What follows belongs to an exercise in optimizing a design on an open flow for small area; a production flow would make more cautious choices.
Function was checked by simulation only, so behaviour that the tests miss may differ from the original.
Power and IR drop assume default switching activity.

==> 06-08 <==
## rerok_rx
module rerok_rx (
    input  wire        clk,
    input  wire        rst,           
    input  wire        from_board,    
    input  wire        sym_valid,
    input  wire [9:0]  sym,
    output wire        word_valid,
    output wire [5:0]  word_index,
    output wire [31:0] word_data,
    output wire        frame_done,
    output reg  [2:0]  frame_reason,
    output wire [7:0]  frame_type,
    output wire [15:0] frame_seq,
    output wire [7:0]  frame_len
);
==> flow/config.mk <==
export PLATFORM = sky130hd
export DESIGN_NAME = rerok_rx
export DESIGN_NICKNAME = rerok_rx
export VERILOG_FILES = /design/flow/design.v
export SDC_FILE = /design/flow/constraint.sdc
export NUM_CORES = 4
export LEC_CHECK = 0
export CAP_MARGIN = 20
export CORE_MARGIN = 2
export CORE_UTILIZATION = 40
export SLEW_MARGIN = 20
==> flow/constraint.sdc <==
create_clock -name core_clock -period 10.0 [get_ports {clk}]
set_input_delay 2.0000 -clock core_clock [delete_from_list [all_inputs] [get_ports {clk}]]
set_output_delay 2.0000 -clock core_clock [all_outputs]
set_load 0.01 [all_outputs]
standard.sh (not shown) runs the stock make flow with config.mk's settings and CLKGATE_MAP_FILE= SYNTH_SCRIPT=/design/flow/synth_recipe.tcl, a recipe that flattens the netlist after the stock synthesis.
==> flow/flow/run.sh <==
#!/bin/bash
# The standard layout, with the port buffers made from buf_1 cells and a clock tree
# without dummy loads. Each tool's full output goes to a log file in this folder.
set -euo pipefail
bash standard.sh \
  "BUFFER_PORTS_ARGS=-buffer_cell sky130_fd_sc_hd__buf_1" \
  "CTS_ARGS=-sink_clustering_enable -repair_clock_nets -dont_use_dummy_load -buf_list sky130_fd_sc_hd__clkbuf_8" \
  finish > flow_make.log 2>&1
==> inputs of 08-24, as changes to 06-08 <==
==> flow/flow/run.sh (replaced) <==
#!/bin/bash
# The standard layout, with the port buffers made from buf_1 cells and a clock tree
# without dummy loads. Each tool's full output goes to a log file in this folder.
set -euo pipefail
bash standard.sh \
  "BUFFER_PORTS_ARGS=-buffer_cell sky130_fd_sc_hd__buf_1" \
  "CTS_ARGS=-sink_clustering_enable -repair_clock_nets -dont_use_dummy_load" \
  finish > flow_make.log 2>&1
==> inputs of 05-19, as changes to 06-08 <==
==> flow/flow/run.sh (replaced) <==
#!/bin/bash
# The standard layout, with the port buffers made from buf_1 cells and a smaller clock
# tree without dummy loads. Each tool's full output goes to a log file in this folder.
set -euo pipefail
bash standard.sh \
  "BUFFER_PORTS_ARGS=-buffer_cell sky130_fd_sc_hd__buf_1" \
  "CTS_ARGS=-sink_clustering_enable -repair_clock_nets -dont_use_dummy_load -sink_clustering_size 50 -sink_clustering_max_diameter 300 -buf_list sky130_fd_sc_hd__clkbuf_16" \
  finish > flow_make.log 2>&1
==> summary.md <==
| Metric | Value |
|---|---|
| Status | no timing/DRC/antenna violations |
| CP Cell Sequence | buf_1 -> nand2_1 -> a211oi_1 -> o211ai_4 -> inv_4 -> ha_1 -> o2111ai_1 -> a311oi_1 -> o211ai_1 -> nand3_2 -> o21ba_1 -> o32ai_2 -> buf_1 |
| Post-route cell area | 0.00742 mm² |
| Critical path's largest stage delay | 0.71 ns |
| First-pass GRT wire length | ~27000 µm |
| Leak pwr | between 2 and 2.5 nW |
| Drt first-iter violations | 558 |
| Fraction of area in multi-input gates | 0.471 |
the above is filed under 08-24

==> summary.md <==
| Metric | Value |
|---|---|
| Status | no timing/DRC/antenna violations |
| Drt first-iter violations | 557 |
| Leak pwr | 2.33 nW |
| CP Cell Sequence | buf_1 -> nand2_1 -> a211oi_1 -> o211ai_4 -> ha_1 -> nor4b_1 -> o211ai_1 -> a311oi_1 -> o211ai_1 -> nand3_2 -> o21ba_1 -> o32ai_2 -> buf_1 |
| First-pass GRT wire length | 27300 µm |
| Comb. pwr | 281 µW |
| Post-route cell area | 0.00732 mm² |
| Critical path's largest stage delay | 0.70 ns |
the above is filed under 06-08

==> summary.md <==
| Metric | Value |
|---|---|
| Leak pwr | 2.38 nW |
| Hold Path Cell Cnt | 0 |
| Status | no timing/DRC/antenna violations |
| CP Cell Sequence | buf_1 -> nand2_1 -> a211oi_1 -> o211ai_4 -> inv_4 -> ha_1 -> o2111ai_1 -> a311oi_1 -> o211ai_1 -> nand3_2 -> o21ba_1 -> o32ai_2 -> buf_1 |
| Fraction of area in multi-input gates | 0.471 |
| Psw | 320 µW |
| Critical path's largest stage delay | between 0.7 and 0.8 ns |
| First-pass GRT wire length | 27300 µm |
| Post-route cell area | 0.00742 mm² |
the above is filed under 05-19

==> separate check: timing with driven ports <==
In the flow no input, the clock included, has a driving cell. The finished layouts below were timed again as built, in two steps.
Step 1 sets driving cells, clkbuf_16 on the clock port and buf_2 on the other inputs (assumed; they add their load-dependent delay and slew).
Step 2 also shifts input and output timing later by t, the mid clock arrival at the registers, as if the neighbouring blocks saw the same clock.
a / b / c = ideal ports / drivers / drivers and shift; a / b = the first two.
| run | shift t [ns] | setup slack, ns | worst setup path after step 2 | pins driven straight from the clock port |
|---|---|---|---|---|
| 06-08 | 0.402 | 2.535 / 2.503 / 2.503 | input to output | 1 |
| 08-24 | 0.385 | 2.540 / 2.508 / 2.508 | input to output | 1 |
| 05-19 | 0.385 | 2.540 / 2.508 / 2.508 | input to output | 1 |
After both steps every run listed still meets setup and hold.
